This is an optimization exercise on Yosys and OpenROAD, whose aim is small area, a short achievable clock period and few clock cycles per item, not a production implementation.
Power figures rest on the tool's default switching activity, not on a simulated workload.

job 8775:
==> flow/design.v <==
module stripe_pq (
  input  wire        clk,
  input  wire        rst,
  input  wire        in_valid,
  output wire        in_ready,
  input  wire [63:0] in_data,
  input  wire [5:0]  cfg_n,        
  input  wire [4:0]  cfg_ppos,     
  input  wire [1:0]  cfg_nlost,    
  input  wire [4:0]  cfg_lost0,
  input  wire [4:0]  cfg_lost1,
  output wire        out_valid,
  input  wire        out_ready,
  output wire [63:0] out_a,
  output wire [63:0] out_b
);
  function automatic [7:0] gf_mul(input [7:0] a, input [7:0] b);
    integer i;
    reg [7:0] p, aa;
    begin
      p  = 8'h00;
      aa = a;
      for (i = 0; i < 8; i = i + 1) begin
        if (b[i]) p = p ^ aa;
        aa = {aa[6:0], 1'b0} ^ (aa[7] ? 8'h1D : 8'h00);
      end
      gf_mul = p;
    end
  endfunction
  function automatic [7:0] gf_x(input [7:0] a);        
    gf_x = {a[6:0], 1'b0} ^ (a[7] ? 8'h1D : 8'h00);
  endfunction
  function automatic [7:0] gf_xi(input [7:0] a);       
    gf_xi = {1'b0, a[7:1]} ^ (a[0] ? 8'h8E : 8'h00);
  endfunction
  function automatic [63:0] gf_x8(input [63:0] w);
    integer i;
    begin
      for (i = 0; i < 8; i = i + 1) gf_x8[8*i +: 8] = gf_x(w[8*i +: 8]);
    end
  endfunction
  function automatic [63:0] gf_xi8(input [63:0] w);
    integer i;
    begin
      for (i = 0; i < 8; i = i + 1) gf_xi8[8*i +: 8] = gf_xi(w[8*i +: 8]);
    end
  endfunction
  function automatic [63:0] gf_mul8(input [63:0] w, input [7:0] c);
    integer i;
    begin
      for (i = 0; i < 8; i = i + 1) gf_mul8[8*i +: 8] = gf_mul(w[8*i +: 8], c);
    end
  endfunction
  function automatic [7:0] tp(input [4:0] d);
    begin
      case (d)
      5'd1:  tp = 8'hf5;  5'd2:  tp = 8'ha6;  5'd3:  tp = 8'h9c;  5'd4:  tp = 8'h73;
      5'd5:  tp = 8'hec;  5'd6:  tp = 8'h5e;  5'd7:  tp = 8'h55;  5'd8:  tp = 8'ha1;
      5'd9:  tp = 8'ha8;  5'd10: tp = 8'hfa;  5'd11: tp = 8'h75;  5'd12: tp = 8'h84;
      5'd13: tp = 8'he5;  5'd14: tp = 8'hc1;  5'd15: tp = 8'h8b;  5'd16: tp = 8'h66;
      5'd17: tp = 8'hdd;  5'd18: tp = 8'h27;  5'd19: tp = 8'h62;  5'd20: tp = 8'hf3;
      5'd21: tp = 8'he8;  5'd22: tp = 8'hb5;  5'd23: tp = 8'hd3;  5'd24: tp = 8'h03;
      5'd25: tp = 8'h8f;  5'd26: tp = 8'hbb;  5'd27: tp = 8'hab;  5'd28: tp = 8'hdf;
      5'd29: tp = 8'h88;  5'd30: tp = 8'h56;  5'd31: tp = 8'h58;
      default: tp = 8'h00;
      endcase
    end
  endfunction
  function automatic [31:0] gf_xi4(input [31:0] w);
    integer i;
    begin
      for (i = 0; i < 4; i = i + 1) gf_xi4[8*i +: 8] = gf_xi(w[8*i +: 8]);
    end
  endfunction
  function automatic [31:0] gf_mul4(input [31:0] w, input [7:0] c);
    integer i;
    begin
      for (i = 0; i < 4; i = i + 1) gf_mul4[8*i +: 8] = gf_mul(w[8*i +: 8], c);
    end
  endfunction
  reg  [4:0]  apos;          
  reg  [5:0]  an;            
  reg         rdy;           
  reg         ov;            
  reg         full;          
  reg         cp;            
  reg  [2:0]  ops;           
  reg         q1, q2;        
  reg         xa, xb;        
  wire fire   = in_valid && rdy;
  wire a_nz   = (apos != 5'd0);
  wire a_last = a_nz && ({1'b0, apos} + 6'd1 == an);
  reg  [63:0] in_r;
  reg         v_r;
  reg  [4:0]  pos_r;
  reg         first_r, last_r;
  reg  [5:0]  cn_r;
  reg  [4:0]  cp_r, cl0_r, cl1_r;
  reg  [1:0]  cnl_r;
  reg  [5:0]  jn;
  reg  [4:0]  jp, jl0, jl1;
  reg  [1:0]  jnl;
  wire        j_new  = v_r && first_r;
  wire [4:0]  sp_p   = j_new ? cp_r  : jp;
  wire [4:0]  sp_l0  = j_new ? cl0_r : jl0;
  wire [4:0]  sp_l1  = j_new ? cl1_r : jl1;
  wire [1:0]  sp_nl  = j_new ? cnl_r : jnl;
  wire a_p  = (apos == sp_p);
  wire a_q  = ({1'b0, apos} == {1'b0, sp_p} + 6'd1);
  wire a_l0 = (sp_nl != 2'd0) && (apos == sp_l0);
  wire a_l1 = (sp_nl == 2'd2) && (apos == sp_l1);
  wire a_qm = a_q && !a_l0 && !a_l1 && (apos[4:1] != 4'd0);    
  wire a_dn = a_nz && !a_p && !a_q;                           
  wire        exec   = xa || xb;
  wire        last_done = v_r && last_r;
  wire        full_n = last_done || (full && !cp);
  wire        q1_n   = fire && a_qm;
  wire        q2_n   = q1;
  wire        ov_n   = (exec && ops == 3'd4) || (ov && !out_ready);
  wire [2:0]  ops_n  = cp ? 3'd1 : !exec ? ops : (ops == 3'd4) ? 3'd0 : ops + 3'd1;
  wire        cp_n   = full_n && (ops_n == 3'd0) && !ov_n;
  wire        xa_n   = !q1_n && !q2_n && (ops_n == 3'd1 || ops_n == 3'd2);
  wire        xb_n   = !q1_n && !q2_n && (ops_n == 3'd3 || ops_n == 3'd4);
  wire        apz_n  = fire ? a_last : !a_nz;            
  wire        rdy_n  = !apz_n || ((ops_n == 3'd0) && !ov_n);
  always @(posedge clk) begin
    in_r    <= in_data;
    cn_r    <= cfg_n;
    cp_r    <= cfg_ppos;
    cnl_r   <= cfg_nlost;
    cl0_r   <= cfg_lost0;
    cl1_r   <= cfg_lost1;
    pos_r   <= apos;
    first_r <= !a_nz;
    last_r  <= a_last;
    if (rst) begin
      apos <= 5'd0;
      v_r  <= 1'b0;
      rdy  <= 1'b1;
      full <= 1'b0;
      cp   <= 1'b0;
      ops  <= 3'd0;
      q1   <= 1'b0;
      q2   <= 1'b0;
      xa   <= 1'b0;
      xb   <= 1'b0;
      ov   <= 1'b0;
    end else begin
      v_r  <= fire;
      rdy  <= rdy_n;
      full <= full_n;
      cp   <= cp_n;
      ops  <= ops_n;
      q1   <= q1_n;
      q2   <= q2_n;
      xa   <= xa_n;
      xb   <= xb_n;
      ov   <= ov_n;
      if (fire) apos <= a_last ? 5'd0 : apos + 5'd1;
    end
    if (fire && !a_nz) an <= cfg_n;
    if (j_new) begin
      jn  <= cn_r;
      jp  <= cp_r;
      jnl <= cnl_r;
      jl0 <= cl0_r;
      jl1 <= cl1_r;
    end
  end
  assign in_ready = rdy;
  reg r_p, r_q, r_qg, r_l0, r_l1;
  always @(posedge clk) begin
    r_p  <= a_p;
    r_q  <= a_q;
    r_qg <= (apos == 5'd1) && (sp_p == 5'd0);
    r_l0 <= a_l0;
    r_l1 <= a_l1;
  end
  wire c_plast = ({1'b0, cp_r} + 6'd1 == cn_r);
  wire f_p   = (cp_r == 5'd0);
  wire f_q   = c_plast;
  wire f_l0  = (cnl_r != 2'd0) && (cl0_r == 5'd0);
  wire is_p  = first_r ? f_p  : r_p;
  wire is_q  = first_r ? f_q  : r_q;
  wire is_d  = !is_p && !is_q;
  wire is_l0 = first_r ? f_l0 : r_l0;
  wire is_l1 = first_r ? 1'b0 : r_l1;
  wire lost  = is_l0 || is_l1;
  wire c_l0q  = ({1'b0, cl0_r} == {1'b0, cp_r} + 6'd1) || (cl0_r == 5'd0 && c_plast);
  wire c_l1q  = ({1'b0, cl1_r} == {1'b0, cp_r} + 6'd1);
  wire c_qlost = ((cnl_r != 2'd0) && c_l0q) || ((cnl_r == 2'd2) && c_l1q);
  reg  [3:0] c_jf;           
  always @* begin
    case (cnl_r)
      2'd0: c_jf = 4'b0110;
      2'd1: c_jf = c_qlost ? 4'b1000 : 4'b0100;
      default:
        if (!c_qlost) c_jf = (cl0_r == cp_r) ? 4'b1110 : 4'b1011;
        else          c_jf = c_l1q ? 4'b0110 : 4'b1001;
    endcase
  end
  reg        j_qlost;
  reg  [3:0] j_jf, jf, jf_h;
  wire       qlost = first_r ? c_qlost : j_qlost;
  reg  [63:0] sp, z, res_a, res_b;
  reg  [31:0] mx;            
  reg  [7:0]  pw, cq, al, be, ah, bh, mc;
  reg  [4:0]  cnt;
  reg  [7:0]  tpv;           
  reg         l0d;
  wire [31:0] m_o  = gf_mul4(mx, mc);
  reg fix, fx_spk, fx_zg, fx_zk;
  wire [63:0] sp_b = (fix && fx_spk) ? 64'd0 : sp;
  wire        nz_d = v_r && !first_r && is_d;
  wire        z_0  = fix && fx_zk;
  wire        z_g  = fix && fx_zg && !nz_d;        
  wire        z_i  = nz_d && !(fix && fx_zg);      
  wire [63:0] z_h  = z_0 ? 64'd0 : z_g ? gf_x8(z) : z_i ? gf_xi8(z) : z;
  wire        add_sp = v_r && !first_r && !is_q && !lost;
  wire        add_d  = v_r && !first_r && is_d && !lost;
  wire        add_qg = v_r && !first_r && is_q && !lost && r_qg;
  wire [63:0] z_in = (add_d ? in_r : 64'd0) ^ (add_qg ? gf_x8(in_r) : 64'd0) ^
                     {(q2 ? m_o : 32'd0), (q1 ? m_o : 32'd0)};
  wire [7:0] pw_c  = first_r ? 8'h01 : pw;
  wire [7:0] cq_c  = first_r ? 8'h02 : cq;
  wire [7:0] al_c  = first_r ? 8'h00 : al;
  wire [7:0] be_c  = first_r ? 8'h8E : be;
  wire       l0d_c = first_r ? 1'b0 : l0d;
  wire [7:0] tp_inc = tp(cnt + 5'd1);
  reg  [7:0] cq_n, al_n, be_n;
  always @* begin
    cq_n = cq; al_n = al; be_n = be;
    if (v_r) begin
      cq_n = is_d ? gf_xi(cq_c) : cq_c;
      if (is_d && lost && !qlost) begin
        be_n = (is_l1 && l0d_c) ? tpv : 8'h01;
        al_n = (is_l1 && l0d_c) ? tpv : al_c;
      end else begin
        be_n = is_d ? gf_x(be_c) : be_c;
        al_n = (is_d && lost) ? pw_c : al_c;
      end
    end
  end
  wire [7:0] ah_n = cp ? al : ah;
  wire [7:0] bh_n = cp ? be : bh;
  wire       op_a_n = (ops_n[2:1] == 2'b00) || (ops_n == 3'd2);
  always @(posedge clk) begin
    if (v_r && first_r) begin
      sp <= in_r;
      z  <= in_r;
    end else begin
      sp <= sp_b ^ (add_sp ? in_r : 64'd0);
      z  <= z_h ^ z_in;
    end
    if (q1_n)      mx <= in_data[31:0];
    else if (q1)   mx <= in_r[63:32];
    else if (xa_n) mx <= cp ? z[31:0]  : exec ? res_a[63:32] : res_a[31:0];
    else           mx <= cp ? sp[31:0] : xb   ? res_b[63:32] : res_b[31:0];
    if (rst) fix <= 1'b0;
    else     fix <= v_r && first_r;
    if (v_r && first_r) begin
      fx_spk  <= f_q || f_l0;
      fx_zg   <= f_q && !f_l0;
      fx_zk   <= f_p || f_l0;
      j_qlost <= c_qlost;
      j_jf    <= c_jf;
    end
    cq <= cq_n;
    al <= al_n;
    be <= be_n;
    ah <= ah_n;
    bh <= bh_n;
    mc <= q1_n ? cq_n : q2_n ? ((fire && a_dn) ? gf_xi(cq) : cq) : op_a_n ? bh_n : ah_n;
    if (v_r) begin
      pw  <= is_d ? gf_x(pw_c) : pw_c;
      l0d <= l0d_c || (is_d && is_l0);
      if (is_d && is_l0) begin
        cnt <= 5'd1;
        tpv <= 8'hf5;                        
      end else if (is_d) begin
        cnt <= cnt + 5'd1;
        tpv <= tp_inc;
      end
    end
    if (last_done) jf <= first_r ? c_jf : j_jf;
  end
  wire [31:0] xs = res_a[31:0] ^ m_o;
  wire [31:0] ra = (jf_h[3] ? xs : 32'd0) ^ (jf_h[2] ? res_b[31:0] : 32'd0);
  wire [31:0] rb = (jf_h[1] ? xs : 32'd0) ^ (jf_h[0] ? res_b[31:0] : 32'd0);
  always @(posedge clk) begin
    if (rst) begin
      res_a <= 64'd0;
      res_b <= 64'd0;
    end else if (cp) begin
      res_a <= {z[63:32] ^ (q2 ? m_o : 32'd0), z[31:0]};
      res_b <= sp;
      jf_h  <= jf;
    end else if (exec) begin
      if (xa) begin
        res_a <= {m_o, res_a[63:32]};
      end else begin
        res_a <= {ra, res_a[63:32]};
        res_b <= {rb, res_b[63:32]};
      end
    end
  end
  assign out_valid = ov;
  assign out_a     = res_a;
  assign out_b     = res_b;
endmodule
clock: 10.0 ns
lec_check: 0
abc_clock_period_in_ps: 3000
cap_margin: 20
core_margin: 2
core_utilization: 50
place_density: 0.6
setup_slack_margin: 5
slew_margin: 20
run.sh (not shown) runs the stock make flow with config.mk's settings and CLKGATE_MAP_FILE= SYNTH_SCRIPT=/design/flow/synth_recipe.tcl, a recipe that flattens the netlist after the stock synthesis.
Relative to job 8775, the following input files were edited for job 4253:
-- flow/design.v --
<<< job 8775, line 111
  wire a_l1 = (sp_nl == 2'd2) && (apos == sp_l1);
  wire a_qm = a_q && !a_l0 && !a_l1 && (apos[4:1] != 4'd0);    
  wire a_dn = a_nz && !a_p && !a_q;                           
  wire        exec   = xa || xb;
  wire        last_done = v_r && last_r;
>>> job 4253, line 111
  wire a_l1 = (sp_nl == 2'd2) && (apos == sp_l1);
  wire a_qm = a_q && !a_l0 && !a_l1 && (apos[4:1] != 4'd0);    
  wire        exec   = xa || xb;
  wire        last_done = v_r && last_r;
<<< job 8775, line 119
  wire        ov_n   = (exec && ops == 3'd4) || (ov && !out_ready);
  wire [2:0]  ops_n  = cp ? 3'd1 : !exec ? ops : (ops == 3'd4) ? 3'd0 : ops + 3'd1;
  wire        cp_n   = full_n && (ops_n == 3'd0) && !ov_n;
  wire        xa_n   = !q1_n && !q2_n && (ops_n == 3'd1 || ops_n == 3'd2);
  wire        xb_n   = !q1_n && !q2_n && (ops_n == 3'd3 || ops_n == 3'd4);
  wire        apz_n  = fire ? a_last : !a_nz;            
  wire        rdy_n  = !apz_n || ((ops_n == 3'd0) && !ov_n);
  always @(posedge clk) begin
    in_r    <= in_data;
>>> job 4253, line 118
  wire        ov_n   = (exec && ops == 3'd4) || (ov && !out_ready);
  wire [2:0]  ops_n  = cp ? 3'd1 : !exec ? ops : (ops == 3'd4) ? 3'd0 : ops + 3'd1;
  wire        cp_n   = full_n && (ops_n == 3'd0) && !ov_n && !q2_n;
  wire        xa_n   = !q1_n && !q2_n && (ops_n == 3'd1 || ops_n == 3'd2);
  wire        xb_n   = !q1_n && !q2_n && (ops_n == 3'd3 || ops_n == 3'd4);
  wire        apz_n  = fire ? a_last : !a_nz;            
  wire        rdy_n  = !apz_n ||
                       ((ops_n == 3'd0) && !ov_n && (full_n ? !q2_n : !q1_n));
  always @(posedge clk) begin
    in_r    <= in_data;
<<< job 8775, line 204
  wire       qlost = first_r ? c_qlost : j_qlost;
  reg  [63:0] sp, z, res_a, res_b;
  reg  [31:0] mx;            
  reg  [7:0]  pw, cq, al, be, ah, bh, mc;
  reg  [4:0]  cnt;
  reg  [7:0]  tpv;           
  reg         l0d;
  wire [31:0] m_o  = gf_mul4(mx, mc);
  reg fix, fx_spk, fx_zg, fx_zk;
  wire [63:0] sp_b = (fix && fx_spk) ? 64'd0 : sp;
>>> job 4253, line 204
  wire       qlost = first_r ? c_qlost : j_qlost;
  reg  [63:0] sp, z, res_a, res_b;
  reg  [31:0] qh;            
  reg  [7:0]  pw, cq, al, be, ah, bh, mc;
  reg  [4:0]  cnt;
  reg  [7:0]  tpv;           
  reg         l0d;
  wire [31:0] m_x  = ({32{q1}} & in_r[31:0]) | ({32{q2}} & qh) |
                     ({32{xa}} & res_a[31:0]) | ({32{xb}} & res_b[31:0]);
  wire [31:0] m_o  = gf_mul4(m_x, mc);
  reg fix, fx_spk, fx_zg, fx_zk;
  wire [63:0] sp_b = (fix && fx_spk) ? 64'd0 : sp;
<<< job 8775, line 221
  wire        add_qg = v_r && !first_r && is_q && !lost && r_qg;
  wire [63:0] z_in = (add_d ? in_r : 64'd0) ^ (add_qg ? gf_x8(in_r) : 64'd0) ^
                     {(q2 ? m_o : 32'd0), (q1 ? m_o : 32'd0)};
  wire [7:0] pw_c  = first_r ? 8'h01 : pw;
  wire [7:0] cq_c  = first_r ? 8'h02 : cq;
>>> job 4253, line 223
  wire        add_qg = v_r && !first_r && is_q && !lost && r_qg;
  wire [63:0] z_in = (add_d ? in_r : 64'd0) ^ (add_qg ? gf_x8(in_r) : 64'd0) ^
                     {(q2 ? (nz_d ? gf_xi4(m_o) : m_o) : 32'd0), (q1 ? m_o : 32'd0)};
  wire [7:0] pw_c  = first_r ? 8'h01 : pw;
  wire [7:0] cq_c  = first_r ? 8'h02 : cq;
<<< job 8775, line 253
      z  <= z_h ^ z_in;
    end
    if (q1_n)      mx <= in_data[31:0];
    else if (q1)   mx <= in_r[63:32];
    else if (xa_n) mx <= cp ? z[31:0]  : exec ? res_a[63:32] : res_a[31:0];
    else           mx <= cp ? sp[31:0] : xb   ? res_b[63:32] : res_b[31:0];
    if (rst) fix <= 1'b0;
    else     fix <= v_r && first_r;
>>> job 4253, line 255
      z  <= z_h ^ z_in;
    end
    if (q1) qh <= in_r[63:32];
    if (rst) fix <= 1'b0;
    else     fix <= v_r && first_r;
<<< job 8775, line 271
    ah <= ah_n;
    bh <= bh_n;
    mc <= q1_n ? cq_n : q2_n ? ((fire && a_dn) ? gf_xi(cq) : cq) : op_a_n ? bh_n : ah_n;
    if (v_r) begin
      pw  <= is_d ? gf_x(pw_c) : pw_c;
>>> job 4253, line 270
    ah <= ah_n;
    bh <= bh_n;
    mc <= (q1_n || q2_n) ? cq_n : op_a_n ? bh_n : ah_n;
    if (v_r) begin
      pw  <= is_d ? gf_x(pw_c) : pw_c;
<<< job 8775, line 289
  wire [31:0] rb = (jf_h[1] ? xs : 32'd0) ^ (jf_h[0] ? res_b[31:0] : 32'd0);
  always @(posedge clk) begin
    if (rst) begin
      res_a <= 64'd0;
      res_b <= 64'd0;
    end else if (cp) begin
      res_a <= {z[63:32] ^ (q2 ? m_o : 32'd0), z[31:0]};
      res_b <= sp;
      jf_h  <= jf;
>>> job 4253, line 288
  wire [31:0] rb = (jf_h[1] ? xs : 32'd0) ^ (jf_h[0] ? res_b[31:0] : 32'd0);
  always @(posedge clk) begin
    if (cp) begin
      res_a <= z;
      res_b <= sp;
      jf_h  <= jf;
Results
- Job 8775: PASS, flow complete, no timing, DRC or antenna violations
- Job 4253: flow completed, timing, DRC and antenna clean
- Job 4253 against job 8775: number of multi-input combinational cells in the layout decreased 5.4%; total of max-cap violations essentially unchanged; initial cell density of the core decreased 0.18 points; global-route wire length before repair increased 1300 µm; total power draw decreased 0.044 mW.
- Relative to job 8775, job 4253 degrades final period demand of the worst path.
- Delta (job 4253 minus job 8775): worst setup margin went down 0.21 ns, synthesized net count now sits lower.
No run of this note included a check of the RTL's function; only the layout flow was run.

[afterwards: timing with drivers on the ports]
In the flow no input, the clock included, has a driving cell. The finished layouts below were timed again as built, in two steps. Step 1, drivers: a clkbuf_16 drives clk and a buf_2 each remaining input, both assumed. Step 2 times the ports against the registers' clock, not the clock port: input delays grow and output delays shrink by t, the midpoint of the rising clock arrivals with the driver on. Slacks: ideal / step 1 / step 2; pairs: ideal / step 1.
| run | t (ns) | setup WS [ns] | worst register clock-pin slew, ns |
|---|---|---|---|
| job 8775 | 0.700 | 5.336 / 5.336 / 5.144 | 0.07 / 0.07 |
| job 4253 | 0.722 | 5.123 / 5.123 / 5.123 | 0.07 / 0.07 |
After both steps every run listed still meets setup and hold. For job 8775, which loses most, drivers alone change the setup slack by 0.000 ns; drivers and shift together by -0.192 ns.
